Background: an optimization exercise with open tools, aiming at small area and a short achievable clock period. Do not read the settings as production practice. The RTL was checked by simulation tests, not by an equivalence proof against the original design. Power is estimated from default activity; no workload was simulated.

--- design/flow/design.v ---
module bcdec (
    input  wire         clk,
    input  wire         rst,
    input  wire         in_valid,
    input  wire [511:0] data,
    input  wire [63:0]  bpar,
    input  wire [63:0]  cpar,
    output reg          out_valid,
    output wire [511:0] dout,
    output wire [1:0]   kind,
    output wire [2:0]   loc_word,
    output wire [2:0]   loc_byte,
    output wire [2:0]   loc_bit
);
    wire [63:0] bf, cm;
    genvar gi;
    generate
        for (gi = 0; gi < 64; gi = gi + 1) begin : g_par
            bcdec_par9 u_bf (.x({bpar[gi], data[8*gi +: 8]}), .y(bf[gi]));
            bcdec_par9 u_cm (.x({cpar[gi], data[448+gi], data[384+gi], data[320+gi],
                                 data[256+gi], data[192+gi], data[128+gi], data[64+gi],
                                 data[gi]}), .y(cm[gi]));
        end
    endgenerate
    wire ab, mb, ac, mc;
    bcdec_am64 u_amb (.x(bf), .a(ab), .m(mb));
    bcdec_am64 u_amc (.x(cm), .a(ac), .m(mc));
    wire [7:0] one;
    generate
        for (gi = 0; gi < 8; gi = gi + 1) begin : g_one
            bcdec_nor2 u_one (.a(mb), .b(mc), .y(one[gi]));
        end
    endgenerate
    wire       match;
    wire [2:0] iw, ib, ic;
    bcdec_where u_where (.bf(bf), .cm(cm), .match(match), .iw(iw), .ib(ib), .ic(ic));
    reg [511:0] data_q;
    reg [63:0]  bf_q, cm_q;
    reg         ab_q, mb_q, ac_q, mc_q, match_q;
    reg [7:0]   one_q;
    reg [2:0]   iw_q, ib_q, ic_q;
    always @(posedge clk) begin
        if (rst)
            out_valid <= 1'b0;
        else
            out_valid <= in_valid;
        data_q  <= data;
        bf_q    <= bf;
        cm_q    <= cm;
        ab_q    <= ab;
        mb_q    <= mb;
        ac_q    <= ac;
        mc_q    <= mc;
        match_q <= match;
        one_q   <= one;
        iw_q    <= iw;
        ib_q    <= ib;
        ic_q    <= ic;
    end
    wire [63:0] cmg;
    generate
        for (gi = 0; gi < 64; gi = gi + 1) begin : g_cmg
            bcdec_and2 u_cmg (.a(cm_q[gi]), .b(one_q[gi/8]), .y(cmg[gi]));
        end
    endgenerate
    generate
        for (gi = 0; gi < 512; gi = gi + 1) begin : g_fix
            bcdec_fix u_fix (.d(data_q[gi]), .a(bf_q[8*(gi/64) + (gi%64)/8]),
                             .b(cmg[gi%64]), .y(dout[gi]));
        end
    endgenerate
    bcdec_judge u_judge (.ab(ab_q), .mb(mb_q), .ac(ac_q), .mc(mc_q), .match(match_q),
                         .iw(iw_q), .ib(ib_q), .ic(ic_q), .kind(kind),
                         .loc_word(loc_word), .loc_byte(loc_byte), .loc_bit(loc_bit));
endmodule
module bcdec_xor2 (input wire a, input wire b, output wire y);
    assign y = a ^ b;
endmodule
module bcdec_par9 (input wire [8:0] x, output wire y);
    wire [3:0] l1;
    wire [1:0] l2;
    wire       l3;
    bcdec_xor2 u0 (.a(x[0]), .b(x[1]), .y(l1[0]));
    bcdec_xor2 u1 (.a(x[2]), .b(x[3]), .y(l1[1]));
    bcdec_xor2 u2 (.a(x[4]), .b(x[5]), .y(l1[2]));
    bcdec_xor2 u3 (.a(x[6]), .b(x[7]), .y(l1[3]));
    bcdec_xor2 u4 (.a(l1[0]), .b(l1[1]), .y(l2[0]));
    bcdec_xor2 u5 (.a(l1[2]), .b(l1[3]), .y(l2[1]));
    bcdec_xor2 u6 (.a(l2[0]), .b(x[8]), .y(l3));
    bcdec_xor2 u7 (.a(l3), .b(l2[1]), .y(y));
endmodule
module bcdec_fix (input wire d, input wire a, input wire b, output wire y);
    assign y = d ^ (a & b);
endmodule
module bcdec_and2 (input wire a, input wire b, output wire y);
    assign y = a & b;
endmodule
module bcdec_nor2 (input wire a, input wire b, output wire y);
    assign y = ~(a | b);
endmodule
module bcdec_nand2 (input wire a, input wire b, output wire y);
    assign y = ~(a & b);
endmodule
module bcdec_a211oi (input wire a0, input wire a1, input wire b0, input wire b1,
                     output wire y);
    assign y = ~((a0 & a1) | b0 | b1);
endmodule
module bcdec_o211ai (input wire a0, input wire a1, input wire b0, input wire b1,
                     output wire y);
    assign y = ~((a0 | a1) & b0 & b1);
endmodule
module bcdec_am64 (input wire [63:0] x, output wire a, output wire m);
    wire [31:0] n1, f1;
    wire [15:0] a2, m2;
    wire [7:0]  n3, f3;
    wire [3:0]  a4, m4;
    wire [1:0]  n5, f5;
    genvar i;
    generate
        for (i = 0; i < 32; i = i + 1) begin : g_l1
            bcdec_nor2  u_n (.a(x[2*i]), .b(x[2*i+1]), .y(n1[i]));
            bcdec_nand2 u_f (.a(x[2*i]), .b(x[2*i+1]), .y(f1[i]));
        end
        for (i = 0; i < 16; i = i + 1) begin : g_l2
            bcdec_nand2  u_a (.a(n1[2*i]), .b(n1[2*i+1]), .y(a2[i]));
            bcdec_o211ai u_m (.a0(n1[2*i]), .a1(n1[2*i+1]), .b0(f1[2*i]), .b1(f1[2*i+1]),
                              .y(m2[i]));
        end
        for (i = 0; i < 8; i = i + 1) begin : g_l3
            bcdec_nor2   u_n (.a(a2[2*i]), .b(a2[2*i+1]), .y(n3[i]));
            bcdec_a211oi u_f (.a0(a2[2*i]), .a1(a2[2*i+1]), .b0(m2[2*i]), .b1(m2[2*i+1]),
                              .y(f3[i]));
        end
        for (i = 0; i < 4; i = i + 1) begin : g_l4
            bcdec_nand2  u_a (.a(n3[2*i]), .b(n3[2*i+1]), .y(a4[i]));
            bcdec_o211ai u_m (.a0(n3[2*i]), .a1(n3[2*i+1]), .b0(f3[2*i]), .b1(f3[2*i+1]),
                              .y(m4[i]));
        end
        for (i = 0; i < 2; i = i + 1) begin : g_l5
            bcdec_nor2   u_n (.a(a4[2*i]), .b(a4[2*i+1]), .y(n5[i]));
            bcdec_a211oi u_f (.a0(a4[2*i]), .a1(a4[2*i+1]), .b0(m4[2*i]), .b1(m4[2*i+1]),
                              .y(f5[i]));
        end
    endgenerate
    bcdec_nand2  u_a (.a(n5[0]), .b(n5[1]), .y(a));
    bcdec_o211ai u_m (.a0(n5[0]), .a1(n5[1]), .b0(f5[0]), .b1(f5[1]), .y(m));
endmodule
module bcdec_where (
    input  wire [63:0] bf,
    input  wire [63:0] cm,
    output wire        match,
    output wire [2:0]  iw,
    output wire [2:0]  ib,
    output wire [2:0]  ic
);
    reg [7:0] lane_b, lane_c, word_b;
    reg [2:0] rb, rc, rw;
    integer i;
    always @* begin
        lane_b = 8'd0; lane_c = 8'd0; word_b = 8'd0; rb = 3'd0; rc = 3'd0; rw = 3'd0;
        for (i = 0; i < 64; i = i + 1) begin
            lane_b[i%8] = lane_b[i%8] | bf[i];
            word_b[i/8] = word_b[i/8] | bf[i];
            lane_c[i/8] = lane_c[i/8] | cm[i];
            rc = rc | ({3{cm[i]}} & i[2:0]);
        end
        for (i = 0; i < 8; i = i + 1) begin
            rb = rb | ({3{lane_b[i]}} & i[2:0]);
            rw = rw | ({3{word_b[i]}} & i[2:0]);
        end
    end
    assign match = |(lane_b & lane_c);
    assign iw = rw;
    assign ib = rb;
    assign ic = rc;
endmodule
module bcdec_judge (
    input  wire       ab,
    input  wire       mb,
    input  wire       ac,
    input  wire       mc,
    input  wire       match,
    input  wire [2:0] iw,
    input  wire [2:0] ib,
    input  wire [2:0] ic,
    output wire [1:0] kind,
    output wire [2:0] loc_word,
    output wire [2:0] loc_byte,
    output wire [2:0] loc_bit
);
    wire sb    = ab & ~mb;
    wire clean = ~ab & ~ac;
    wire k1    = sb & ac & ~mc & match;
    wire k2    = sb & ~ac;
    assign kind     = {~clean & ~k1, ~clean & ~k2};
    assign loc_word = (k1 | k2) ? iw : 3'd0;
    assign loc_byte = (k1 | k2) ? ib : 3'd0;
    assign loc_bit  = k1 ? ic : 3'd0;
endmodule
--- design/flow/flow/run.sh ---
#!/bin/bash
# The standard layout, with the smallest buffers on the ports in place of
# the default delay-cell buffers. Timing repair aims past the clock period so
# that the layout reaches a shorter period.
set -euo pipefail
export BUFFER_PORTS_ARGS="-buffer_cell sky130_fd_sc_hd__buf_1"
export SETUP_SLACK_MARGIN=7.8
bash standard.sh > standard_make.log 2>&1
--- design/flow/standard.sh ---
#!/bin/bash
# synth_recipe.tcl (not shown) runs the flow's synth.tcl, then flattens the netlist and writes it again
# the make line also repeats each setting of config.mk as NAME=value (left out here)
make -C /OpenROAD-flow-scripts/flow DESIGN_CONFIG=/design/flow/config.mk WORK_HOME=/design/flow/orfs CLKGATE_MAP_FILE= SYNTH_SCRIPT=/design/flow/synth_recipe.tcl "${@:-finish}"
--- design/flow/config.mk ---
export PLATFORM = sky130hd
export DESIGN_NAME = bcdec
export DESIGN_NICKNAME = bcdec
export VERILOG_FILES = /design/flow/design.v
export SDC_FILE = /design/flow/constraint.sdc
export NUM_CORES = 4
export LEC_CHECK = 0
export CAP_MARGIN = 20
export CORE_AREA = 5 5 635 155
export CTS_BUF_LIST = sky130_fd_sc_hd__clkbuf_8
export CTS_CLUSTER_SIZE = 24
export DIE_AREA = 0 0 640 160
export SLEW_MARGIN = 20
export SYNTH_HIERARCHICAL = 1
export SYNTH_MINIMUM_KEEP_SIZE = 0
--- design/flow/constraint.sdc ---
create_clock -name core_clock -period 12.0 [get_ports {clk}]
set_input_delay 2.4000 -clock core_clock [delete_from_list [all_inputs] [get_ports {clk}]]
set_output_delay 2.4000 -clock core_clock [all_outputs]
set_load 0.01 [all_outputs]
==> out/qor_table.md, run 1 <==
| Stage | Result | Value |
|:---|:---|:---|
| synthesis | Cell variety after synth | 26 |
| setup path | Crit-path max cell delay | 460 ps |
| sta | RSZ-0062 raised after global routing | yes |
| route | Number of detailed-routing iterations run before antenna repair | 8 |
| cts | CTS H-tree depth | 3 |
| sta | Number of endpoints failing setup at the final stage | 0 |
| synthesis | Main combinational cell family by area after synthesis | XOR/XNOR gates |
| floorplan | Starting density of the core | 0.340 |
| floorplan | Number of rows created at floorplan | 54 |
| power and ir drop | Register share of total power | 0.414 |
| placed design | Count of input and output buffers | 1,166 |
| synthesis | Area share of fa/ha/maj cells after synthesis | 0 |
| power and ir drop | Internal power | 4.45 mW |
| cells and area | Fraction of final layout cells sized beyond drive strength 1 | 0.542 |
| power and ir drop | Fraction of power consumed by the clock network | 0.248 |
| setup path | Worst Path Buf+Inv | 2 |
| synthesis | Post-synth top flop | sky130_fd_sc_hd__dfxtp_1 |
| sta | Final count of pins violating max slew | 0 |
| job | Max cap viols | 0 |
| synthesis | Share of synthesized area spent on multiplexers | 0 |
| setup path | Required time at the endpoint of the critical path | 9600 ps |
| setup path | Type of destination of the critical path | primary output |
| setup path | Classification of the worst setup path | reg -> out |
| sta | Final sum of negative setup slack | 0 ps |
| global routing | Number of global-route vias before repair | 27,878 |
| synthesis | Mapped Nets | 3,811 |
| synthesis | Share of flip-flops with an asynchronous set or reset after synthesis | 0 |
| route | Routed wire length | 172,000 um |
| power and ir drop | Net switching power of the design | 3.34 mW |
| global routing | Initial antenna violation count | 29 |
| cells and area | Total Nets Final | 5,308 |
| cts | Inserted Clock Buffers | 89 |
| worst hold path | Type of the worst min-delay path | in -> reg |
| synthesis | Synthesized instance count | 3,168 |
| setup path | Cells along the critical path | and2_4, buf_6, nand2_4, xnor2_2, buf_2 |
| synthesis | Sequential-to-total area share from yosys stat | 0.423 |
| sta | Pin slew with the least headroom to its limit | 1040 ps |
| cts | Clock Tree Root | sky130_fd_sc_hd__clkbuf_8 |
| sta | F_max | 0.225 GHz |
| synthesis | Fraction of the mapped netlist area in compound gates | 0.0288 |
| floorplan | Die area | 0.102 mm^2 |
| global routing | Global routing met2 resource utilization | 0.460 |
| cts | Clk pin slew, worst setup/hold paths | 70 ps |
| cts | Number of sinks handled by clock tree synthesis | 663 |
| synthesis | Average footprint of a synthesized cell | 9.91 um^2 |
| synthesis | Number of enable flip-flop cells after synthesis | 0 |
| cts | TritonCTS clock tree | yes |
| global routing | First-pass GRT wire length | 219,000 um |
| setup path | Worst Path Max Fanout | 8 |
| placed design | HPWL after detailed placement | 136,000 um |
| global routing | GRT met3 Usage | 0.0834 |
| power and ir drop | Max rail drop VDD | 74.8 uV |
| placed design | Total placed cells including tap cells | 5,616 |
| route | Post-detailed-route DRC marker count | 0 |
| sta | Tmin final | 4440 ps |
| synthesis | Basic-gate share of the synthesized area counting and, or, nand and nor cells | 0.118 |
| cells and area | Finished Layout Cells | 6,032 |
| floorplan | Core ar. | 0.0925 mm^2 |
| global routing | Met1 Use GR | 0.415 |
| power and ir drop | Static leakage | 24.5 nW |
| setup path | Crit-path slowest cell | sky130_fd_sc_hd__dfxtp_4 |
| setup path | Kind of cell with the highest combined delay on the critical path | flip-flops |
| route | Average wire per cell in the routed design | 28.6 um |
| placed design | Weighted congestion at the end of routability-driven global placement | 1.06 |
| floorplan | Number of primary I/O pins | 1,167 |
| global routing | Leftover overflow at the end of global routing | 0 |
| route | Average via count per standard cell | 4.89 |
| status | Run status | complete, no violations |
| floorplan | Die Y-Extent | 160 um |
| power and ir drop | Total power per unit cell area | 147 mW/mm^2 |
| sta | Worst max-slew margin expressed relative to the limit | 0.300 |
| floorplan | Width of the chip | 640 um |
| global routing | Maximum number of pins on one net before global-route repair | 12 |
| synthesis | Flip-flop and latch count after synthesis | 663 |
| synthesis | Syn. warnings | 8 |
| route | Number of vias in the routed layout | 29,491 |
| setup path | WP data arrival | 2040 ps |
| global routing | Layer with the highest usage | met2 |
| global routing | Global-route total usage across every layer | 0.304 |
| sta | Final hold vios | 0 |
| sta | Post-route fraction of the period consumed by the critical path | 0.370 |
| cts | Clock Path Buffers | 3 |
| power and ir drop | Switching fraction of total power | 0.429 |
| setup path | Element type at the critical path start | flop |
| route | Initial drt markers | 3,178 |
| synthesis | Post-synth design cell area | 0.0314 mm^2 |
| power and ir drop | Logic gate share of total power | 0.337 |
| synthesis | XOR/XNOR Fraction of Synth Area | 0.428 |
| cells and area | Syn-to-layout area delta | 69.0% |
| route | Remaining antenna violation count after routing | 0 |
[power groups by stage]
stage	Sequential (mW)	Combinational, mW	Clock, mW
floorplan	2.75	0.998	0
global placement	2.90	1.81	0
detailed placement	2.90	1.83	0
CTS	3.03	2.01	1.92
global route	3.26	2.69	2.04
finish	3.22	2.63	1.93
[per-module statistics from Yosys, one instance, submodules excluded, a selection]
module,times used,cells,flops+latches,area (um^2)
bcdec,1,664,663,13300
bcdec_a211oi,20,1,0,12.5
bcdec_xor2,1024,1,0,8.76
bcdec_fix,512,2,0,12.5
bcdec_o211ai,42,1,0,12.5
bcdec_and2,64,1,0,6.26
bcdec_nor2,92,1,0,3.75
bcdec_judge,1,25,0,201
[layout make-up]
type,count,area [um^2]
Multi-Input combinational cell,2497,27100
Fill cell,7477,39400
Clock inverter,45,250
Sequential cell,663,13400
Inverter,9,33.8
Timing Repair Buffer,1405,8990
Clock buffer,121,1670
Tap cell,1260,1580
Antenna cell,32,80.1
[cells in the mapped netlist (all sizes together), types with 4 or more instances]
master,number,area [um^2]
nor2,95,357
a211oi,26,325
nand4,8,50.1
and2,64,400
o211ai,42,526
dfxtp,663,13300
a22oi,4,30.0
nor4,62,400
inv,9,33.8
nand2,640,2400
xnor2,512,4480
xor2,1024,8970
[cells in the final DEF, fill, tap and decap left out, types with 13 or more instances in the layout]
master and n:
sky130_fd_sc_hd__xor2_1 772, sky130_fd_sc_hd__dfxtp_1 591, sky130_fd_sc_hd__buf_1 380, sky130_fd_sc_hd__buf_2 323, sky130_fd_sc_hd__xnor2_2 296, sky130_fd_sc_hd__nand2_4 285, sky130_fd_sc_hd__buf_4 238, sky130_fd_sc_hd__buf_6 221
sky130_fd_sc_hd__xor2_2 215, sky130_fd_sc_hd__clkbuf_2 205, sky130_fd_sc_hd__nand2_2 197, sky130_fd_sc_hd__xnor2_1 161, sky130_fd_sc_hd__nand2_1 154, sky130_fd_sc_hd__clkbuf_8 121, sky130_fd_sc_hd__nor2_2 67, sky130_fd_sc_hd__and2_4 64
sky130_fd_sc_hd__dfxtp_2 61, sky130_fd_sc_hd__xnor2_4 55, sky130_fd_sc_hd__nor4_1 44, sky130_fd_sc_hd__o211ai_2 40, sky130_fd_sc_hd__xor2_4 37, sky130_fd_sc_hd__inv_1 36, sky130_fd_sc_hd__diode_2 32, sky130_fd_sc_hd__buf_12 25
sky130_fd_sc_hd__a211oi_2 18, sky130_fd_sc_hd__nor2_1 16, sky130_fd_sc_hd__clkinv_2 13
[flip-flops by register name, indices dropped and copies added, names as in the netlist]
signal     count
ic_q           3
out_valid      1
data_q       512
mb_q           1
mc_q           1
ib_q           3
match_q        1
bf_q          64
ac_q           1
cm_q          64
ab_q           1
one_q          8
iw_q           3
[stage by stage]
stage	setup slack [ps]	hold WS, ps	cell area (um^2)	total power [mW]	util
6_report	7560	1790	53100	7.79	0.574
4_1_cts	7590	1740	45300	6.96	0.490
3_3_place_gp	6200	2580	37500	4.71	0.406
3_5_place_dp	6240	2580	37600	4.73	0.406
5_1_grt	7530	1750	53100	7.99	0.574
2_1_floorplan	7790	2430	31400	3.75	-
[logic make-up after synthesis]
logic type | Yosys count
XOR/XNOR | 1536
buffers and inverters | 11
AND/OR/NAND/NOR | 883
AO/OA/AOI/OAI | 75
flip-flops | 663
[routing by layer]
metal / vias up / wire [um]
met5: - / 94
met4: 2 / 6680
met3: 353 / 16700
met2: 1471 / 78000
met1: 14903 / 70900
li1: 12762 / -
[path summary, 6_finish.rpt]
kind,startpoint,to,cells after the start
setup / recovery,one_q[3],dout[159],5
hold / removal,data[181],data_q[181],1
[repair_timing]
item,CTS,global route
cloned,2,1
gates resized for setup,1667,1477
buffers inserted,65,150
pin swaps,301,797
setup endpoints to repair,538,535
hold endpoints to repair,0,0
hold buffers,0,0
==> run 2: changes to the inputs <==
--- a/design/flow/flow/run.sh
+++ b/design/flow/flow/run.sh
@@ -4,5 +4,5 @@
 # that the layout reaches a shorter period.
 set -euo pipefail
 export BUFFER_PORTS_ARGS="-buffer_cell sky130_fd_sc_hd__buf_1"
-export SETUP_SLACK_MARGIN=7.8
+export SETUP_SLACK_MARGIN=7.5
 bash standard.sh > standard_make.log 2>&1
==> run 2 against run 1 <==
Still clean. Critical path depth grew 7. Sequential cell count is the same. Core utilization shrank 14 points. Clock power shrank 6%. Sequential power shrank 11%. Maximum frequency shrank 2.2%. Largest cell class unchanged.
==> out/qor_table.md, run 2 <==
| Stage | Result | Value | vs previous |
|:---|:---|:---|:---|
| synthesis | Sequential-to-total area share from yosys stat | 0.423 | unchanged |
| setup path | WP data arrival | 5140 ps | +3100 ps |
| worst hold path | Type of the worst min-delay path | in -> reg |  |
| route | Met1 WL | 71,500 um | +0.76% |
| cells and area | Flip-flop count of the largest register, all copies and words added | 512 | unchanged |
| cells and area | Total Nets Final | 5,097 | -4.0% |
| placed design | HPWL after detailed placement | 139,000 um | +2.1% |
| synthesis | Flip-flop and latch count after synthesis | 663 | unchanged |
| route | Remaining antenna violation count after routing | 0 | unchanged |
| cts | TritonCTS clock tree | yes |  |
| cts | Number of sinks handled by clock tree synthesis | 663 | unchanged |
| job | Max cap viols | 0 | unchanged |
| power and ir drop | Switching fraction of total power | 0.406 | -0.0224 |
| worst hold path | Min-Delay Startpoint | data[334] |  |
| synthesis | Synth area leaders | sky130_fd_sc_hd__dfxtp_1 42%, sky130_fd_sc_hd__xor2_1 29%, sky130_fd_sc_hd__xnor2_1 14% |  |
| floorplan | Core ar. | 0.0925 mm^2 | unchanged |
| synthesis | Most common library cells after synthesis | 1,024 x sky130_fd_sc_hd__xor2_1, 663 x sky130_fd_sc_hd__dfxtp_1, 640 x sky130_fd_sc_hd__nand2_1 |  |
| floorplan | Number of primary I/O pins | 1,167 | unchanged |
| floorplan | Starting density of the core | 0.340 | unchanged |
| cells and area | Area used by multi-input combinational logic | 0.0188 mm^2 | -31% |
| synthesis | Number of enable flip-flop cells after synthesis | 0 | unchanged |
| power and ir drop | Logic gate share of total power | 0.300 | -0.037 |
| synthesis | Cell variety after synth | 26 | unchanged |
| global routing | Global-route total usage across every layer | 0.300 | -0.00428 |
| setup path | Type of destination of the critical path | flop |  |
| setup path | Crit path launch | data[218] |  |
| cells and area | Leading cell types in the layout, fill and taps excluded | 1,019 x sky130_fd_sc_hd__buf_1, 986 x sky130_fd_sc_hd__xor2_1, 652 x sky130_fd_sc_hd__dfxtp_1 |  |
| sta | Final hold vios | 0 | unchanged |
| setup path | Classification of the worst setup path | in -> reg |  |
| sta | Final sum of negative setup slack | 0 ps | unchanged |
| global routing | Number of global-route vias before repair | 26,413 | -5.3% |
| floorplan | Number of rows created at floorplan | 54 | unchanged |
| route | Initial drt markers | 2,983 | -6.1% |
| global routing | Initial antenna violation count | 21 | -28% |
| cells and area | FILL cells | 9,323 | +25% |
| cells and area | Fraction of final layout cells sized beyond drive strength 1 | 0.118 | -0.424 |
| power and ir drop | Net switching power of the design | 2.72 mW | -18% |
| cells and area | Syn-to-layout area delta | 28.6% |  |
| route | Average via count per standard cell | 4.71 | -3.7% |
| route | Number of vias in the routed layout | 27,271 | -7.5% |
| sta | Final count of pins violating max slew | 0 | unchanged |
| placed design | Total placed cells including tap cells | 5,621 | +0.089% |
| global routing | Maximum number of pins on one net before global-route repair | 12 | unchanged |
| synthesis | Post-synth top flop | sky130_fd_sc_hd__dfxtp_1 |  |
| synthesis | Dominant cell type by area after synthesis | sky130_fd_sc_hd__dfxtp_1 |  |
| power and ir drop | Max rail drop VDD | 74.0 uV | -1.2% |
| power and ir drop | Total power per unit cell area | 166 mW/mm^2 | +13% |
| cells and area | Final instance area | 0.0404 mm^2 | -24% |
| floorplan | Die area | 0.102 mm^2 | unchanged |
| cells and area | Finished Layout Cells | 5,794 | -3.9% |
| cells and area | Most common cell after layout, fill and taps aside | sky130_fd_sc_hd__buf_1 |  |
| sta | Worst max-slew margin expressed relative to the limit | 0.367 | +0.0668 |
| global routing | Leftover overflow at the end of global routing | 0 | unchanged |
| synthesis | Area share of the largest cell type after synthesis | 0.423 | unchanged |
| route | Highest metal layer used by the detailed router | met4 |  |
| cts | CTS hold repair buffers | 0 | unchanged |
| sta | Tmin final | 4540 ps | +100 ps |
| route | Post-detailed-route DRC marker count | 0 | unchanged |
| cells and area | Largest reg by FF count | data_q |  |
| synthesis | Mapped Nets | 3,811 | unchanged |
| power and ir drop | Fraction of power consumed by the clock network | 0.271 | +0.023 |
| synthesis | Post-synth design cell area | 0.0314 mm^2 | unchanged |
| route | Number of detailed-routing iterations run before antenna repair | 6 | -2 |
| status | Run status | complete, no violations |  |
| placed design | Placed standard-cell area | 0.0376 mm^2 | about the same |
| cts | Clk pin slew, worst setup/hold paths | 100 ps | +30 ps |
| setup path | Element type at the critical path start | primary input |  |
| route | Met3 WL post-DR | 14,700 um | -12% |
| synthesis | Synthesized instance count | 3,168 | unchanged |
| setup path | Worst Path Max Fanout | 9 | +1 |
| cells and area | Area used by sequential logic in the layout | 0.0133 mm^2 | -0.66% |
| global routing | First-pass GRT wire length | 215,000 um | -1.7% |
| cells and area | Final core occ | 0.437 | -0.137 |
| cells and area | Leading registers by flop count | data_q: 512 flops, bf_q: 64 flops, cm_q: 64 flops |  |
| sta | F_max | 0.220 GHz | -2.2% |
| cts | CTS H-tree depth | 3 | unchanged |
| synthesis | Most used standard cell by instance count after synthesis | sky130_fd_sc_hd__xor2_1 |  |
| sta | RSZ-0062 raised after global routing | yes |  |
| cts | Inserted Clock Buffers | 87 | -2.2% |
| placed design | Weighted congestion at the end of routability-driven global placement | 1.08 | +1.4% |
| floorplan | Width of the chip | 640 um | unchanged |
| placed design | Count of input and output buffers | 1,166 | unchanged |
| route | Detailed-routed wire length on met2 | 72,300 um | -7.3% |
| synthesis | Syn. warnings | 8 | unchanged |
| synthesis | Share of flip-flops with an asynchronous set or reset after synthesis | 0 | unchanged |
| floorplan | Die Y-Extent | 160 um | unchanged |
| power and ir drop | Register share of total power | 0.429 | +0.015 |
| setup path | Required time at the endpoint of the critical path | 12,600 ps | +3000 ps |
| power and ir drop | Static leakage | 15.6 nW | -36% |
| cts | Clock Path Buffers | 3 | unchanged |
| sta | Post-route fraction of the period consumed by the critical path | 0.378 | +0.00835 |
| cts | Clock Tree Root | sky130_fd_sc_hd__clkbuf_8 |  |
| route | Average wire per cell in the routed design | 27.9 um | -2.4% |
| sta | Pin slew with the least headroom to its limit | 942 ps | -99.4 ps |
| synthesis | Average footprint of a synthesized cell | 9.91 um^2 | unchanged |
| sta | Number of endpoints failing setup at the final stage | 0 | unchanged |
| route | Routed wire length | 162,000 um | -6.2% |
| power and ir drop | Internal power | 3.98 mW | -11% |
## run 2: routing by layer
layer / track usage / vias up
met3: 0.0842 / 187
met1: 0.416 / 13516
li1: - / 12448
met5: 0 / -
met4: 0.0629 / 0
met2: 0.463 / 1120
## run 2: path summary, 6_finish.rpt
kind                     endpoint  cells past startpoint
worst min-delay path  data_q[334]                      1
worst max-delay path     one_q[4]                     12
## run 2: timing repair
action | 4_1_cts | 5_1_grt
gates cloned | 0 | 0
endpoints found under the setup margin | 535 | 111
gates resized for setup | 266 | 111
endpoints found under the hold margin | 0 | 0
pin swaps | 2 | 13
buffers inserted | 0 | 4
## run 2: area by class of cell
| class | count | share of cell area |
|---|---|---|
| antenna | 15 | 0.000929 |
| clock buffer | 115 | 0.0392 |
| clock inverter | 39 | 0.00489 |
| inverter | 9 | 0.000836 |
| multi-input combinational | 2494 | 0.466 |
| sequential | 663 | 0.329 |
| tap | 1260 | 0.0390 |
| timing repair buffer | 1199 | 0.120 |
## run 2: power by group through the flow
stage          logic (mW)  registers [mW]  clock network, mW
2_1_floorplan       0.998            2.75                  0
3_3_place_gp         1.86            2.91                  0
3_5_place_dp         1.86            2.91                  0
4_1_cts              1.88            2.86               1.83
5_1_grt              2.08            2.91               1.94
6_report             2.01            2.88               1.82
## run 2: kinds of logic after synthesis
| group | after synthesis | share of synthesized area |
|---|---|---|
| AOI/OAI and AO/OA | 75 | 0.0288 |
| xor gates and xnor gates | 1536 | 0.428 |
| buffers and inverters | 11 | 0.00179 |
| DFF | 663 | 0.423 |
| and+or+nand+nor | 883 | 0.118 |
## run 2: through the flow
| step | power (mW) | hold slack [ps] | worst slack [ps] |
|---|---|---|---|
| 6_report | 6.70 | 1840 | 7460 |
| 5_1_grt | 6.92 | 1810 | 7480 |
| 4_1_cts | 6.58 | 1790 | 7450 |
| 3_5_place_dp | 4.77 | 2580 | 6470 |
| 3_3_place_gp | 4.77 | 2580 | 6530 |
| 2_1_floorplan | 3.75 | 2430 | 7780 |
## run 2: per-module statistics from Yosys, one instance, submodules excluded, excerpt
module	area (um^2)	flip-flops and latches
bcdec_nor2	3.75	0
bcdec_judge	201	0
bcdec_fix	12.5	0
bcdec_and2	6.26	0
bcdec_nand2	3.75	0
bcdec	13300	663
bcdec_o211ai	12.5	0
bcdec_where	626	0
bcdec_a211oi	12.5	0
bcdec_xor2	8.76	0
## run 2: worst max-delay path: stages
cell	delay, ps
sky130_fd_sc_hd__buf_1	250
sky130_fd_sc_hd__xor2_1	210
sky130_fd_sc_hd__xor2_1	190
sky130_fd_sc_hd__xor2_1	250
sky130_fd_sc_hd__xor2_1	560
sky130_fd_sc_hd__nor2_1	180
sky130_fd_sc_hd__nand2_1	170
sky130_fd_sc_hd__nor2_1	90
sky130_fd_sc_hd__nand2_1	280
sky130_fd_sc_hd__nor2_1	150
sky130_fd_sc_hd__o211ai_4	300
sky130_fd_sc_hd__nor2_1	100
==> run 3: changes to the inputs <==
--- a/design/flow/design.v
+++ b/design/flow/design.v
@@ -22,9 +22,12 @@
                                  data[gi]}), .y(cm[gi]));
         end
     endgenerate
-    wire ab, mb, ac, mc;
-    bcdec_am64 u_amb (.x(bf), .a(ab), .m(mb));
-    bcdec_am64 u_amc (.x(cm), .a(ac), .m(mc));
+    wire        ab, mb, ac, mc;
+    wire [31:0] n1b, n1c;
+    wire [15:0] a2b, a2c;
+    wire [7:0]  n3b, n3c;
+    bcdec_am64 u_amb (.x(bf), .a(ab), .m(mb), .n1(n1b), .a2(a2b), .n3(n3b));
+    bcdec_am64 u_amc (.x(cm), .a(ac), .m(mc), .n1(n1c), .a2(a2c), .n3(n3c));
     wire [7:0] one;
     generate
         for (gi = 0; gi < 8; gi = gi + 1) begin : g_one
@@ -33,7 +36,8 @@
     endgenerate
     wire       match;
     wire [2:0] iw, ib, ic;
-    bcdec_where u_where (.bf(bf), .cm(cm), .match(match), .iw(iw), .ib(ib), .ic(ic));
+    bcdec_where u_where (.bf(bf), .cm(cm), .n1b(n1b), .n1c(n1c), .a2b(a2b), .a2c(a2c),
+                         .n3b(n3b), .n3c(n3c), .match(match), .iw(iw), .ib(ib), .ic(ic));
     reg [511:0] data_q;
     reg [63:0]  bf_q, cm_q;
     reg         ab_q, mb_q, ac_q, mc_q, match_q;
@@ -109,10 +113,17 @@
                      output wire y);
     assign y = ~((a0 | a1) & b0 & b1);
 endmodule
-module bcdec_am64 (input wire [63:0] x, output wire a, output wire m);
-    wire [31:0] n1, f1;
-    wire [15:0] a2, m2;
-    wire [7:0]  n3, f3;
+module bcdec_am64 (
+    input  wire [63:0] x,
+    output wire        a,
+    output wire        m,
+    output wire [31:0] n1,    
+    output wire [15:0] a2,    
+    output wire [7:0]  n3     
+);
+    wire [31:0] f1;
+    wire [15:0] m2;
+    wire [7:0]  f3;
     wire [3:0]  a4, m4;
     wire [1:0]  n5, f5;
     genvar i;
@@ -148,31 +159,41 @@
 module bcdec_where (
     input  wire [63:0] bf,
     input  wire [63:0] cm,
+    input  wire [31:0] n1b,
+    input  wire [31:0] n1c,
+    input  wire [15:0] a2b,
+    input  wire [15:0] a2c,
+    input  wire [7:0]  n3b,
+    input  wire [7:0]  n3c,
     output wire        match,
     output wire [2:0]  iw,
     output wire [2:0]  ib,
     output wire [2:0]  ic
 );
-    reg [7:0] lane_b, lane_c, word_b;
-    reg [2:0] rb, rc, rw;
+    reg [31:0] ob, oc;
+    reg [15:0] pb, pc;
+    reg [7:0]  qb, qc;
     integer i;
     always @* begin
-        lane_b = 8'd0; lane_c = 8'd0; word_b = 8'd0; rb = 3'd0; rc = 3'd0; rw = 3'd0;
-        for (i = 0; i < 64; i = i + 1) begin
-            lane_b[i%8] = lane_b[i%8] | bf[i];
-            word_b[i/8] = word_b[i/8] | bf[i];
-            lane_c[i/8] = lane_c[i/8] | cm[i];
-            rc = rc | ({3{cm[i]}} & i[2:0]);
+        for (i = 0; i < 32; i = i + 1) begin
+            ob[i] = bf[2*i+1];
+            oc[i] = cm[2*i+1];
+        end
+        for (i = 0; i < 16; i = i + 1) begin
+            pb[i] = n1b[2*i+1];
+            pc[i] = n1c[2*i+1];
         end
         for (i = 0; i < 8; i = i + 1) begin
-            rb = rb | ({3{lane_b[i]}} & i[2:0]);
-            rw = rw | ({3{word_b[i]}} & i[2:0]);
+            qb[i] = a2b[2*i+1];
+            qc[i] = a2c[2*i+1];
         end
     end
-    assign match = |(lane_b & lane_c);
-    assign iw = rw;
-    assign ib = rb;
-    assign ic = rc;
+    assign ib = {|qb, ~&pb, |ob};
+    assign ic = {|qc, ~&pc, |oc};
+    wire [2:0] lc;
+    assign iw = {~&n3b[7:4], ~&{n3b[7:6], n3b[3:2]}, ~&{n3b[7], n3b[5], n3b[3], n3b[1]}};
+    assign lc = {~&n3c[7:4], ~&{n3c[7:6], n3c[3:2]}, ~&{n3c[7], n3c[5], n3c[3], n3c[1]}};
+    assign match = (ib == lc);
 endmodule
 module bcdec_judge (
     input  wire       ab,
--- a/design/flow/config.mk
+++ b/design/flow/config.mk
@@ -7,7 +7,7 @@
 export LEC_CHECK = 0
 export CAP_MARGIN = 20
 export CORE_AREA = 5 5 635 155
-export CTS_BUF_LIST = sky130_fd_sc_hd__clkbuf_8
+export CTS_BUF_LIST = sky130_fd_sc_hd__clkbuf_4
 export CTS_CLUSTER_SIZE = 24
 export DIE_AREA = 0 0 640 160
 export SLEW_MARGIN = 20
==> run 3 against run 2 <==
Final cell count rose by 1.6%. Via count rose by 2.0%. Combinational power fell by 9%. Still clean on timing, DRC and antenna. Highest routed layer is now met5. Critical endpoint is now one_q[3]. Global-route usage fell by 1.6 points. Wire length fell by 3.4%. Final area rose by 17%.
==> out/qor_table.md, run 3 <==
| Stage | Result | Value | vs previous |
|:---|:---|:---|:---|
| sta | Post-route fraction of the period consumed by the critical path | 0.384 | +0.00527 |
| route | Number of detailed-routing iterations run before antenna repair | 5 | -1 |
| route | Average via count per standard cell | 4.72 | +0.37% |
| cells and area | Leading cell types in the layout, fill and taps excluded | 1,014 x sky130_fd_sc_hd__xor2_1, 645 x sky130_fd_sc_hd__buf_1, 593 x sky130_fd_sc_hd__dfxtp_1 |  |
| synthesis | Cell variety after synth | 27 | +3.8% |
| cells and area | Final instance area | 0.0472 mm^2 | +17% |
| synthesis | Area share of the largest cell type after synthesis | 0.427 | +0.00413 |
| synthesis | Synthesized instance count | 3,110 | -1.8% |
| job | Max cap viols | 0 | unchanged |
| floorplan | Core ar. | 0.0925 mm^2 | unchanged |
| synthesis | Syn. warnings | 8 | unchanged |
| worst hold path | Min-Delay Path Depth | 1 | unchanged |
| synthesis | Flip-flop and latch count after synthesis | 663 | unchanged |
| route | Average wire per cell in the routed design | 26.5 um | -5.0% |
| setup path | Crit-path slowest cell | sky130_fd_sc_hd__xor2_1 |  |
| route | Routed wire length | 156,000 um | -3.4% |
| global routing | Number of global-route vias before repair | 27,463 | +4.0% |
| synthesis | Post-synth design cell area | 0.0311 mm^2 | -0.97% |
| cells and area | FILL cells | 8,308 | -11% |
| sta | F_max | 0.217 GHz | -1.4% |
| setup path | Worst Path Max Fanout | 9 | unchanged |
| cells and area | Syn-to-layout area delta | 51.8% |  |
| route | Initial drt markers | 2,644 | -11% |
| power and ir drop | Total power per unit cell area | 146 mW/mm^2 | -12% |
| cts | CTS H-tree depth | 4 | +1 |
| synthesis | Share of flip-flops with an asynchronous set or reset after synthesis | 0 | unchanged |
| route | Remaining antenna violation count after routing | 0 | unchanged |
| cells and area | Area used by sequential logic in the layout | 0.0134 mm^2 | +0.67% |
| global routing | Maximum number of pins on one net before global-route repair | 17 | +5 |
| global routing | Initial antenna violation count | 26 | +24% |
| sta | Final hold vios | 0 | unchanged |
| cells and area | Final core occ | 0.511 | +0.0738 |
| cells and area | Largest reg by FF count | data_q |  |
| sta | Final sum of negative setup slack | 0 ps | unchanged |
| synthesis | Number of enable flip-flop cells after synthesis | 0 | unchanged |
| setup path | Classification of the worst setup path | in -> reg |  |
| placed design | Placed standard-cell area | 0.0371 mm^2 | -1.2% |
| cells and area | Flip-flop count of the largest register, all copies and words added | 512 | unchanged |
| sta | Pin slew with the least headroom to its limit | 1050 ps | +107 ps |
| setup path | Total stage count of the critical path | 12 | unchanged |
| worst hold path | Type of the worst min-delay path | in -> reg |  |
| global routing | First-pass GRT wire length | 206,000 um | -4.0% |
| setup path | Type of destination of the critical path | flop |  |
| cts | Clk pin slew, worst setup/hold paths | 80 ps | -20 ps |
| cts | Clock Path Buffers | 3 | unchanged |
| synthesis | Mapped Nets | 3,753 | -1.5% |
| sta | Number of endpoints failing setup at the final stage | 0 | unchanged |
| sta | RSZ-0062 raised after global routing | yes |  |
| setup path | Required time at the endpoint of the critical path | 12,790 ps | +190 ps |
| cts | Inserted Clock Buffers | 146 | +68% |
| cts | Clock Tree Root | sky130_fd_sc_hd__clkbuf_4 |  |
| setup path | Crit-path max cell delay | 840 ps | +280 ps |
| setup path | WP data arrival | 5390 ps | +250 ps |
| setup path | Element type at the critical path start | primary input |  |
| setup path | Cells along the critical path | buf_1, xor2_1, xor2_1, xor2_1, xor2_1, nor2_1, nand2_1, nor2_1, nand2_1, nor2_1, o211ai_2, nor2_1 |  |
| synthesis | Post-synth top flop | sky130_fd_sc_hd__dfxtp_1 |  |
| cells and area | Most common cell after layout, fill and taps aside | sky130_fd_sc_hd__xor2_1 |  |
| global routing | Leftover overflow at the end of global routing | 0 | unchanged |
| cells and area | Area used by multi-input combinational logic | 0.0236 mm^2 | +25% |
| cts | TritonCTS clock tree | yes |  |
| placed design | HPWL after detailed placement | 127,000 um | -8.5% |
| power and ir drop | Static leakage | 21.9 nW | +40% |
| cells and area | Fraction of final layout cells sized beyond drive strength 1 | 0.399 | +0.281 |
| route | Number of vias in the routed layout | 27,815 | +2.0% |
| placed design | Count of input and output buffers | 1,166 | unchanged |
| setup path | Kind of cell with the highest combined delay on the critical path | XOR/XNOR gates |  |
| setup path | Worst Path Buf+Inv | 1 | unchanged |
| synthesis | Dominant cell type by area after synthesis | sky130_fd_sc_hd__dfxtp_1 |  |
| synthesis | Synth area leaders | sky130_fd_sc_hd__dfxtp_1 43%, sky130_fd_sc_hd__xor2_1 29%, sky130_fd_sc_hd__xnor2_1 14% |  |
| floorplan | Width of the chip | 640 um | unchanged |
| sta | Tmin final | 4600 ps | +63.2 ps |
| placed design | Weighted congestion at the end of routability-driven global placement | 0.990 | -8.0% |
| route | Post-detailed-route DRC marker count | 0 | unchanged |
| global routing | Global-route total usage across every layer | 0.284 | -0.0159 |
| floorplan | Number of primary I/O pins | 1,167 | unchanged |
| floorplan | Die area | 0.102 mm^2 | unchanged |
| cts | Number of sinks handled by clock tree synthesis | 663 | unchanged |
| status | Run status | complete, no violations |  |
| power and ir drop | Overall power after layout | 6.91 mW | +3.1% |
| sta | Worst max-slew margin expressed relative to the limit | 0.298 | -0.0687 |
| power and ir drop | Max rail drop VDD | 87.6 uV | +18% |
| synthesis | Most common library cells after synthesis | 1,026 x sky130_fd_sc_hd__xor2_1, 663 x sky130_fd_sc_hd__dfxtp_1, 621 x sky130_fd_sc_hd__nand2_1 |  |
| cells and area | Leading registers by flop count | data_q: 512 flops, bf_q: 64 flops, cm_q: 64 flops |  |
| cells and area | Total Nets Final | 5,145 | +0.94% |
| floorplan | Die Y-Extent | 160 um | unchanged |
| synthesis | Sequential-to-total area share from yosys stat | 0.427 | +0.00413 |
| synthesis | Most used standard cell by instance count after synthesis | sky130_fd_sc_hd__xor2_1 |  |
| synthesis | Average footprint of a synthesized cell | 10.0 um^2 | +0.88% |
| floorplan | Number of rows created at floorplan | 54 | unchanged |
| sta | Final count of pins violating max slew | 0 | unchanged |
| floorplan | Starting density of the core | 0.336 | -0.00329 |
==> run 3: area by class of cell <==
type	instances	share of cell area
Multi-Input combinational cell	2437	0.499
Clock buffer	208	0.0331
Antenna cell	19	0.00101
Timing Repair Buffer	1245	0.143
Clock inverter	47	0.00615
Tap cell	1260	0.0334
Inverter	9	0.000715
Sequential cell	663	0.284
==> run 3: metrics by stage <==
stage               cells  hold slack [ps]  setup slack [ps]
floorplan            3110             2430              7630
global placement     5544             2580              5500
detailed placement   5544             2580              5550
CTS                  5811             1490              7400
global route         5885             1520              7320
finish               5888             1600              7400
==> run 3: logic make-up after synthesis <==
group,share of synthesized area
AOI/OAI and AO/OA,0.0281
xor gates and xnor gates,0.433
buffers and inverters,0.00181
DFF,0.427
and+or+nand+nor,0.110
==> run 3: worst paths after layout <==
| check | startpoint | to | slack (ps) |
|---|---|---|---|
| min | data[180] | data_q[180] | 1600 |
| max | data[203] | one_q[3] | 7400 |
==> run 3: report_power, final <==
| group | total, mW | internal (mW) | switching (mW) | leakage, nW |
|---|---|---|---|---|
| logic | 1.83 | 0.620 | 1.21 | 15.2 |
| registers | 3.21 | 2.53 | 0.685 | 5.59 |
| clock network | 1.88 | 0.867 | 1.01 | 1.09 |
==> run 3: timing repair <==
item,in CTS,in global routing
gates resized for setup,1331,835
cloned,0,1
pin swaps,216,388
hold buffers,0,0
setup buffers,12,56
endpoints found under the setup margin,534,515
==> run 3: routing by layer <==
| layer | global-route usage | routed length (um) | vias up |
|---|---|---|---|
| met1 | 0.383 | 66400 | 13844 |
| met5 | 0 | 19 | - |
| met4 | 0.0784 | 4410 | 4 |
| li1 | - | - | 12565 |
| met3 | 0.0494 | 10500 | 265 |
| met2 | 0.468 | 74700 | 1137 |
==> run 3: Yosys stat by module (local to each module, per instance), a selection <==
module | cells | flip-flops and latches | cell area (um^2)
bcdec | 664 | 663 | 13300
bcdec_nor2 | 1 | 0 | 3.75
bcdec_xor2 | 1 | 0 | 8.76
bcdec_and2 | 1 | 0 | 6.26
bcdec_judge | 25 | 0 | 201
bcdec_a211oi | 1 | 0 | 12.5
==> run 4: changes to the inputs <==
==> design/flow/config.mk (replaced) <==
export PLATFORM = sky130hd
export DESIGN_NAME = bcdec
export DESIGN_NICKNAME = bcdec
export VERILOG_FILES = /design/flow/design.v
export SDC_FILE = /design/flow/constraint.sdc
export NUM_CORES = 4
export LEC_CHECK = 0
export CAP_MARGIN = 20
export CORE_AREA = 5 5 695 105
export CTS_BUF_LIST = sky130_fd_sc_hd__clkbuf_8
export CTS_CLUSTER_SIZE = 24
export DIE_AREA = 0 0 700 110
export SLEW_MARGIN = 20
export SYNTH_HIERARCHICAL = 1
export SYNTH_MINIMUM_KEEP_SIZE = 0
==> run 4 against run 3 <==
Critical path depth rose by 1. Largest power group unchanged. Combinational power rose by about 10%. Largest cell class unchanged. Count of clock-buffer cells in the layout fell by 118. Still clean on timing, DRC and antenna. First-iteration DRC count fell by 3.7%. Total power fell by 4.4%. Non-clock buffer count fell by 33. Wire length fell by 18%. Setup slack got worse by 490 ps.
==> out/qor_table.md, run 4 <==
| Stage | Result | Value | vs previous |
|:---|:---|:---|:---|
| status | Run status | complete, no violations |  |
| power and ir drop | Total power per unit cell area | 164 mW/mm^2 | +12% |
| synthesis | Area share of fa/ha/maj cells after synthesis | 0 | unchanged |
| synthesis | Most common library cells after synthesis | 1,026 x sky130_fd_sc_hd__xor2_1, 663 x sky130_fd_sc_hd__dfxtp_1, 621 x sky130_fd_sc_hd__nand2_1 |  |
| global routing | Maximum number of pins on one net before global-route repair | 14 | -3 |
| sta | Post-route fraction of the period consumed by the critical path | 0.424 | +0.0406 |
| route | Remaining antenna violation count after routing | 0 | unchanged |
| setup path | Type of destination of the critical path | flop |  |
| cts | CTS hold repair buffers | 0 | unchanged |
| cells and area | Most common cell after layout, fill and taps aside | sky130_fd_sc_hd__buf_1 |  |
| synthesis | Cell variety after synth | 27 | unchanged |
| cells and area | Flip-flop count of the largest register, all copies and words added | 512 | unchanged |
| cells and area | Syn-to-layout area delta | 29.2% |  |
| placed design | HPWL after detailed placement | 105,000 um | -18% |
| floorplan | Number of rows created at floorplan | 36 | -33% |
| floorplan | Width of the chip | 700 um | +9.4% |
| floorplan | Starting density of the core | 0.461 | +0.124 |
| route | Post-detailed-route DRC marker count | 0 | unchanged |
| route | Initial drt markers | 2,547 | -3.7% |
| route | Number of vias in the routed layout | 25,890 | -6.9% |
| cells and area | Leading cell types in the layout, fill and taps excluded | 1,089 x sky130_fd_sc_hd__buf_1, 934 x sky130_fd_sc_hd__xor2_1, 655 x sky130_fd_sc_hd__dfxtp_1 |  |
| cts | Clk pin slew, worst setup/hold paths | 90 ps | about the same |
| synthesis | XOR/XNOR Fraction of Synth Area | 0.433 | unchanged |
| synthesis | Main combinational cell family by area after synthesis | XOR/XNOR gates |  |
| cells and area | Largest reg by FF count | data_q |  |
| cts | TritonCTS clock tree | yes |  |
| cells and area | Final instance area | 0.0402 mm^2 | -15% |
| global routing | Number of global-route vias before repair | 24,788 | -9.7% |
| route | Number of detailed-routing iterations run before antenna repair | 5 | unchanged |
| synthesis | Share of flip-flops with an asynchronous set or reset after synthesis | 0 | unchanged |
| power and ir drop | Static leakage | 15.4 nW | -30% |
| placed design | Total placed cells including tap cells | 5,225 | -5.8% |
| global routing | Leftover overflow at the end of global routing | 0 | unchanged |
| cells and area | Leading registers by flop count | data_q: 512 flops, bf_q: 64 flops, cm_q: 64 flops |  |
| floorplan | Die Y-Extent | 110 um | -31% |
| synthesis | Flip-flop and latch count after synthesis | 663 | unchanged |
| sta | Least setup slack across all paths after layout | 6910 ps | -487 ps |
| sta | Worst max-slew margin expressed relative to the limit | 0.214 | -0.0847 |
| setup path | Required time at the endpoint of the critical path | 12,640 ps | -150 ps |
| sta | RSZ-0062 raised after global routing | yes |  |
| synthesis | Post-synth top flop | sky130_fd_sc_hd__dfxtp_1 |  |
| cts | Clock Tree Root | sky130_fd_sc_hd__clkbuf_8 |  |
| cts | CTS H-tree depth | 3 | -1 |
| synthesis | Most used standard cell by instance count after synthesis | sky130_fd_sc_hd__xor2_1 |  |
| global routing | First-pass GRT wire length | 173,000 um | -16% |
| floorplan | Number of primary I/O pins | 1,167 | unchanged |
| setup path | Element type at the critical path start | primary input |  |
| synthesis | Dominant cell type by area after synthesis | sky130_fd_sc_hd__dfxtp_1 |  |
| power and ir drop | Max rail drop VDD | 85.9 uV | -2.0% |
| synthesis | Basic-gate share of the synthesized area counting and, or, nand and nor cells | 0.110 | unchanged |
| sta | Number of endpoints failing setup at the final stage | 0 | unchanged |
| cells and area | Fraction of final layout cells sized beyond drive strength 1 | 0.125 | -0.274 |
| setup path | WP data arrival | 5730 ps | +340 ps |
| worst hold path | Type of the worst min-delay path | in -> reg |  |
| synthesis | Sequential-to-total area share from yosys stat | 0.427 | unchanged |
| synthesis | Synthesized instance count | 3,110 | unchanged |
| placed design | Worst slack at placement | 4790 ps | -769 ps |
| sta | Final sum of negative setup slack | 0 ps | unchanged |
| placed design | Count of input and output buffers | 1,166 | unchanged |
| sta | Final hold vios | 0 | unchanged |
| synthesis | Fraction of the mapped netlist area in compound gates | 0.0281 | unchanged |
| sta | Tmin final | 5090 ps | +487 ps |
| global routing | Initial antenna violation count | 8 | -69% |
| global routing | Global-route total usage across every layer | 0.314 | +0.0303 |
| synthesis | Post-synth design cell area | 0.0311 mm^2 | unchanged |
| synthesis | Syn. warnings | 8 | unchanged |
| cells and area | Total Nets Final | 5,041 | -2.0% |
| cts | Number of sinks handled by clock tree synthesis | 663 | unchanged |
| sta | Pin slew with the least headroom to its limit | 1180 ps | +129 ps |
| cells and area | Finished Layout Cells | 5,386 | -8.5% |
| route | Routed wire length | 127,000 um | -18% |
| placed design | Placed standard-cell area | 0.0368 mm^2 | -0.89% |
| sta | F_max | 0.196 GHz | -9.6% |
| cts | Clock Path Buffers | 3 | unchanged |
| synthesis | Synth area leaders | sky130_fd_sc_hd__dfxtp_1 43%, sky130_fd_sc_hd__xor2_1 29%, sky130_fd_sc_hd__xnor2_1 14% |  |
| synthesis | Number of enable flip-flop cells after synthesis | 0 | unchanged |
| synthesis | Area share of the largest cell type after synthesis | 0.427 | unchanged |
| placed design | Weighted congestion at the end of routability-driven global placement | 1.12 | +13% |
| synthesis | Mapped Nets | 3,753 | unchanged |
| synthesis | Share of synthesized area spent on multiplexers | 0 | unchanged |
| setup path | Worst Path Max Fanout | 9 | unchanged |
| synthesis | Average footprint of a synthesized cell | 10.0 um^2 | unchanged |
| power and ir drop | Overall power after layout | 6.61 mW | -4.4% |
| floorplan | Core ar. | 0.0675 mm^2 | -27% |
| job | Max cap viols | 0 | unchanged |
| route | Average wire per cell in the routed design | 23.7 um | -11% |
| floorplan | Die area | 0.0770 mm^2 | -25% |
| cells and area | FILL cells | 6,192 | -25% |
| cts | Inserted Clock Buffers | 75 | -49% |
| setup path | Classification of the worst setup path | in -> reg |  |
| sta | Final count of pins violating max slew | 0 | unchanged |
| route | Average via count per standard cell | 4.81 | +1.8% |
## run 4: cell counts after synthesis
No cell type changed its count.
## run 4: final timing paths
check                 cells after the start  startpoint  slack, ps          end
worst min-delay path                      1   data[221]       1840  data_q[221]
worst max-delay path                     13   data[103]       6910     one_q[0]
## run 4: cell type report
type / count / area (um^2) / share of cell area
Antenna cell: 1 / 2.50 / 0.0000623
Clock buffer: 90 / 1240 / 0.0308
Clock inverter: 43 / 278 / 0.00691
Inverter: 9 / 33.8 / 0.000841
Multi-Input combinational cell: 2437 / 19300 / 0.480
Sequential cell: 663 / 13300 / 0.331
Tap cell: 931 / 1160 / 0.0290
Timing Repair Buffer: 1212 / 4870 / 0.121
## run 4: worst max-delay path, cell delays in order
cell	delay, ps
sky130_fd_sc_hd__buf_1	200
sky130_fd_sc_hd__xor2_2	240
sky130_fd_sc_hd__xor2_1	200
sky130_fd_sc_hd__xor2_1	290
sky130_fd_sc_hd__xor2_2	210
sky130_fd_sc_hd__nor2_2	210
sky130_fd_sc_hd__nand2_1	180
sky130_fd_sc_hd__nor2_4	210
sky130_fd_sc_hd__nand2_1	160
sky130_fd_sc_hd__nor2_2	910
sky130_fd_sc_hd__o211ai_4	170
sky130_fd_sc_hd__buf_12	210
sky130_fd_sc_hd__nor2_1	120
## run 4: metal layers
layer / share of wire / track usage
met1: 0.46 / 0.452
met2: 0.40 / 0.428
met3: 0.12 / 0.149
met4: 0.0090 / 0.0374
met5: 0.0025 / 0
## run 4: power breakdown
group          leakage [nW]  internal (mW)  switching, mW
clock network         0.878          0.754          0.953
registers              5.59           2.50          0.383
logic                  8.91          0.638           1.38
total                  15.4           3.89           2.72
## run 4: cell families after synthesis
kind of cell / Yosys count
xor+xnor: 1538
simple gates: 827
flops: 663
compound gates: 71
buf+inv: 11
## run 4: what timing repair did
action | 4_1_cts | 5_1_grt
pin swaps | 35 | 72
endpoints found under the setup margin | 494 | 322
resized for setup | 161 | 289
gates cloned | 0 | 1
setup buffers | 11 | 15
## run 4: per-module statistics from Yosys (local to each module, per instance), excerpt
module        times used  cells inside  area [um^2]  flip-flops and latches
bcdec_fix            512             2         12.5                       0
bcdec_where            1            49          322                       0
bcdec                  1           664        13300                     663
bcdec_xor2          1024             1         8.76                       0
bcdec_a211oi          20             1         12.5                       0
bcdec_judge            1            25          201                       0
bcdec_o211ai          42             1         12.5                       0
bcdec_nor2            92             1         3.75                       0
bcdec_nand2          106             1         3.75                       0
bcdec_and2            64             1         6.26                       0
## run 4: through the flow
stage,hold slack (ps),util
final,1840,0.595
after CTS,1800,0.576
after global placement,2580,0.545
after global routing,1800,0.595
after floorplan,2430,-
after detailed placement,2580,0.545
==> run 5: changes to the inputs <==
--- a/design/flow/config.mk
+++ b/design/flow/config.mk
@@ -6,10 +6,10 @@
 export NUM_CORES = 4
 export LEC_CHECK = 0
 export CAP_MARGIN = 20
-export CORE_AREA = 5 5 695 105
+export CORE_AREA = 5 5 515 275
 export CTS_BUF_LIST = sky130_fd_sc_hd__clkbuf_8
 export CTS_CLUSTER_SIZE = 24
-export DIE_AREA = 0 0 700 110
+export DIE_AREA = 0 0 520 280
 export SLEW_MARGIN = 20
 export SYNTH_HIERARCHICAL = 1
 export SYNTH_MINIMUM_KEEP_SIZE = 0
==> run 5 against run 4 <==
Still clean. Clock power up 19%. Die area grew 89%. Maximum frequency grew 12%. Wire length increased by 17%. Sequential power rose by 4%. Global-route usage down 12 points. Combinational power down 2%. Synthesized cell count unchanged. Total power is 5.9% higher. Critical endpoint is now one_q[3]. Setup slack improved by 550 ps. Critical path depth decreased by 1. Sequential share of layout area decreased by 2.6 points.
==> out/qor_table.md, run 5 <==
| Stage | Result | Value | vs previous |
|:---|:---|:---|:---|
| setup path | Type of destination of the critical path | flop |  |
| route | Remaining antenna violation count after routing | 0 | unchanged |
| synthesis | Sequential-to-total area share from yosys stat | 0.427 | unchanged |
| cells and area | Leading cell types in the layout, fill and taps excluded | 982 x sky130_fd_sc_hd__xor2_1, 963 x sky130_fd_sc_hd__buf_1, 631 x sky130_fd_sc_hd__dfxtp_1 |  |
| sta | Final count of pins violating max slew | 0 | unchanged |
| route | Post-detailed-route DRC marker count | 0 | unchanged |
| synthesis | Area share of fa/ha/maj cells after synthesis | 0 | unchanged |
| floorplan | Die area | 0.146 mm^2 | +89% |
| global routing | Global-route total usage across every layer | 0.195 | -0.119 |
| synthesis | Main combinational cell family by area after synthesis | XOR/XNOR gates |  |
| setup path | Crit path launch | data[39] |  |
| floorplan | Number of rows created at floorplan | 99 | +180% |
| global routing | Leftover overflow at the end of global routing | 0 | unchanged |
| global routing | Maximum number of pins on one net before global-route repair | 15 | +1 |
| job | Max cap viols | 0 | unchanged |
| synthesis | Post-synth design cell area | 0.0311 mm^2 | unchanged |
| placed design | Weighted congestion at the end of routability-driven global placement | 0.926 | -17% |
| synthesis | Area share of the largest cell type after synthesis | 0.427 | unchanged |
| placed design | HPWL after detailed placement | 127,000 um | +21% |
| sta | Number of endpoints failing setup at the final stage | 0 | unchanged |
| cells and area | Leading registers by flop count | data_q: 512 flops, bf_q: 64 flops, cm_q: 64 flops |  |
| cts | Clock Path Buffers | 3 | unchanged |
| cells and area | Syn-to-layout area delta | 40.6% |  |
| setup path | Required time at the endpoint of the critical path | 12,680 ps | +40 ps |
| cells and area | Fraction of final layout cells sized beyond drive strength 1 | 0.203 | +0.0784 |
| cells and area | Largest reg by FF count | data_q |  |
| synthesis | Basic-gate share of the synthesized area counting and, or, nand and nor cells | 0.110 | unchanged |
| cts | TritonCTS clock tree | yes |  |
| cts | CTS hold repair buffers | 0 | unchanged |
| setup path | Element type at the critical path start | primary input |  |
| cells and area | Most common cell after layout, fill and taps aside | sky130_fd_sc_hd__xor2_1 |  |
| cells and area | Final core occ | 0.319 | -0.276 |
| setup path | Worst Path Max Fanout | 9 | unchanged |
| cts | Clk pin slew, worst setup/hold paths | 70 ps | -20 ps |
| cts | Number of sinks handled by clock tree synthesis | 663 | unchanged |
| sta | Final hold vios | 0 | unchanged |
| synthesis | Post-synth top flop | sky130_fd_sc_hd__dfxtp_1 |  |
| route | Initial drt markers | 1,363 | -46% |
| status | Run status | complete, no violations |  |
| worst hold path | Hold path endpoint | data_q[481] |  |
| global routing | Initial antenna violation count | 44 | +36 |
| sta | F_max | 0.220 GHz | +12% |
| sta | Worst hold margin | 1800 ps | -43.4 ps |
| route | Routed wire length | 150,000 um | +17% |
| sta | Pin slew with the least headroom to its limit | 1020 ps | -155 ps |
| sta | Post-route fraction of the period consumed by the critical path | 0.378 | -0.0462 |
| setup path | WP data arrival | 5220 ps | -510 ps |
| global routing | Number of global-route vias before repair | 26,781 | +8.0% |
| synthesis | XOR/XNOR Fraction of Synth Area | 0.433 | unchanged |
| setup path | Classification of the worst setup path | in -> reg |  |
| synthesis | Share of synthesized area spent on multiplexers | 0 | unchanged |
| route | Average via count per standard cell | 4.06 | -16% |
| sta | Worst max-slew margin expressed relative to the limit | 0.311 | +0.0980 |
| cells and area | Total Nets Final | 5,096 | +1.1% |
| power and ir drop | Static leakage | 17.7 nW | +15% |
| synthesis | Fraction of the mapped netlist area in compound gates | 0.0281 | unchanged |
| cells and area | Flip-flop count of the largest register, all copies and words added | 512 | unchanged |
| cts | Inserted Clock Buffers | 106 | +41% |
| route | Number of detailed-routing iterations run before antenna repair | 5 | unchanged |
| synthesis | Most used standard cell by instance count after synthesis | sky130_fd_sc_hd__xor2_1 |  |
| floorplan | Starting density of the core | 0.227 | -0.234 |
| synthesis | Number of enable flip-flop cells after synthesis | 0 | unchanged |
| power and ir drop | Total power per unit cell area | 160 mW/mm^2 | -2.7% |
| floorplan | Die Y-Extent | 280 um | +150% |
| cts | Clock Tree Root | sky130_fd_sc_hd__clkbuf_8 |  |
| synthesis | Synth area leaders | sky130_fd_sc_hd__dfxtp_1 43%, sky130_fd_sc_hd__xor2_1 29%, sky130_fd_sc_hd__xnor2_1 14% |  |
| global routing | First-pass GRT wire length | 201,000 um | +16% |
| synthesis | Cell variety after synth | 27 | unchanged |
| synthesis | Synthesized instance count | 3,110 | unchanged |
| route | Average wire per cell in the routed design | 23.5 um | -0.69% |
| sta | Final sum of negative setup slack | 0 ps | unchanged |
| worst hold path | Type of the worst min-delay path | in -> reg |  |
| floorplan | Number of primary I/O pins | 1,167 | unchanged |
| sta | Tmin final | 4540 ps | -554 ps |
| power and ir drop | Max rail drop VDD | 70.5 uV | -18% |
| synthesis | Mapped Nets | 3,753 | unchanged |
| floorplan | Core ar. | 0.137 mm^2 | +100% |
| worst hold path | Min-Delay Path Depth | 1 | unchanged |
| synthesis | Average footprint of a synthesized cell | 10.0 um^2 | unchanged |
| cells and area | FILL cells | 14,488 | +130% |
| cts | CTS H-tree depth | 3 | unchanged |
| synthesis | Dominant cell type by area after synthesis | sky130_fd_sc_hd__dfxtp_1 |  |
| synthesis | Share of flip-flops with an asynchronous set or reset after synthesis | 0 | unchanged |
| worst hold path | Min-Delay Startpoint | data[481] |  |
| synthesis | Flip-flop and latch count after synthesis | 663 | unchanged |
| floorplan | Width of the chip | 520 um | -26% |
| synthesis | Most common library cells after synthesis | 1,026 x sky130_fd_sc_hd__xor2_1, 663 x sky130_fd_sc_hd__dfxtp_1, 621 x sky130_fd_sc_hd__nand2_1 |  |
| placed design | Count of input and output buffers | 1,166 | unchanged |
| sta | RSZ-0062 raised after global routing | yes |  |
| synthesis | Syn. warnings | 8 | unchanged |
| route | Number of vias in the routed layout | 25,857 | -0.13% |
run 5: cell counts after synthesis:
No cell type changed its count.
run 5: worst max path at each step:
stage	endpoint	slack, ps	cells after the start
after floorplan	match_q	7630	9
after global placement	one_q[1]	6060	12
after detailed placement	one_q[2]	6060	12
after CTS	dout[423]	7370	4
after global routing	dout[35]	7370	5
final	one_q[3]	7460	12
run 5: final cells by class:
cell class	count	area (um^2)	area share
Multi-Input combinational cell	2436	20200	0.463
Sequential cell	663	13300	0.305
Timing Repair Buffer	1237	5630	0.129
Tap cell	1818	2270	0.0520
Clock buffer	139	1910	0.0437
Clock inverter	52	270	0.00618
Antenna cell	17	42.5	0.000973
Inverter	9	33.8	0.000773
run 5: worst max-delay path, stage by stage:
cell                       delay (ps)
sky130_fd_sc_hd__buf_1            190
sky130_fd_sc_hd__xor2_1           260
sky130_fd_sc_hd__xor2_1           270
sky130_fd_sc_hd__xor2_1           290
sky130_fd_sc_hd__xor2_2           190
sky130_fd_sc_hd__nor2_2           200
sky130_fd_sc_hd__nand2_2          140
sky130_fd_sc_hd__a211oi_4         450
sky130_fd_sc_hd__o211ai_2         160
sky130_fd_sc_hd__a211oi_2         320
sky130_fd_sc_hd__o211ai_4         180
sky130_fd_sc_hd__nor2_1           150
run 5: layer usage:
| layer | global-route usage | part of all wire |
|---|---|---|
| met2 | 0.327 | 0.48 |
| met1 | 0.239 | 0.41 |
| met5 | 0 | 0.0016 |
| met3 | 0.0642 | 0.082 |
| met4 | 0.0556 | 0.028 |
run 5: logic make-up after synthesis:
logic type,Yosys count
xor gates and xnor gates,1538
AOI/OAI and AO/OA,71
and+or+nand+nor,827
buffers and inverters,11
DFF,663
run 5: Yosys stat by module, one instance, submodules excluded, excerpt:
| module | copies in the design | cell area (um^2) |
|---|---|---|
| bcdec_judge | 1 | 201 |
| bcdec_nand2 | 106 | 3.75 |
| bcdec_and2 | 64 | 6.26 |
| bcdec_nor2 | 92 | 3.75 |
| bcdec_where | 1 | 322 |
| bcdec_xor2 | 1024 | 8.76 |
| bcdec_a211oi | 20 | 12.5 |
run 5: what timing repair did:
action,in CTS,in global routing
endpoints found under the setup margin,533,213
buffers inserted,24,17
pin swaps,85,152
gates resized for setup,570,333
run 5: power breakdown:
| part | internal (mW) | total [mW] | switching [mW] |
|---|---|---|---|
| sequential | 2.51 | 3.00 | 0.484 |
| clock | 1.06 | 2.04 | 0.980 |
| combinational | 0.624 | 1.97 | 1.34 |
| total | 4.19 | 7.00 | 2.81 |
run 5: metrics by stage:
step | power (mW) | cell area, um^2 | std cells | worst slack [ps]
6_report | 7.00 | 43700 | 6371 | 7460
5_1_grt | 7.34 | 43700 | 6356 | 7370
4_1_cts | 6.97 | 42100 | 6337 | 7370
3_5_place_dp | 4.80 | 38000 | 6122 | 6060
3_3_place_gp | 4.78 | 38000 | 6122 | 6060
2_1_floorplan | 3.67 | 31100 | 3110 | 7630

[re-timing with driven ports]
How much do the figures lean on ideal ports? The routed layouts below were timed once more, with nothing changed but the port constraints. Step 1, drivers: a clkbuf_16 drives clk and a buf_2 each remaining input, both assumed. Step 2 times the ports against the registers' clock, not the clock port: input delays grow and output delays shrink by t, the midpoint of the rising clock arrivals with the driver on. a / b / c = no drivers / after step 1 / after step 2; a / b = the first two.
run	shift t [ns]	setup WS [ns]	cell pins on the clock port's net
run 1	0.768	7.560 / 7.519 / 6.794	1
run 2	0.756	7.460 / 7.435 / 6.688	1
run 3	1.002	7.397 / 7.328 / 6.415	1
run 4	0.790	6.910 / 6.973 / 6.183	1
run 5	0.838	7.464 / 7.434 / 6.671	1
After both steps every run listed still meets setup and hold. For run 3, which loses most, drivers alone change the setup slack by -0.069 ns; drivers and shift together by -0.982 ns.
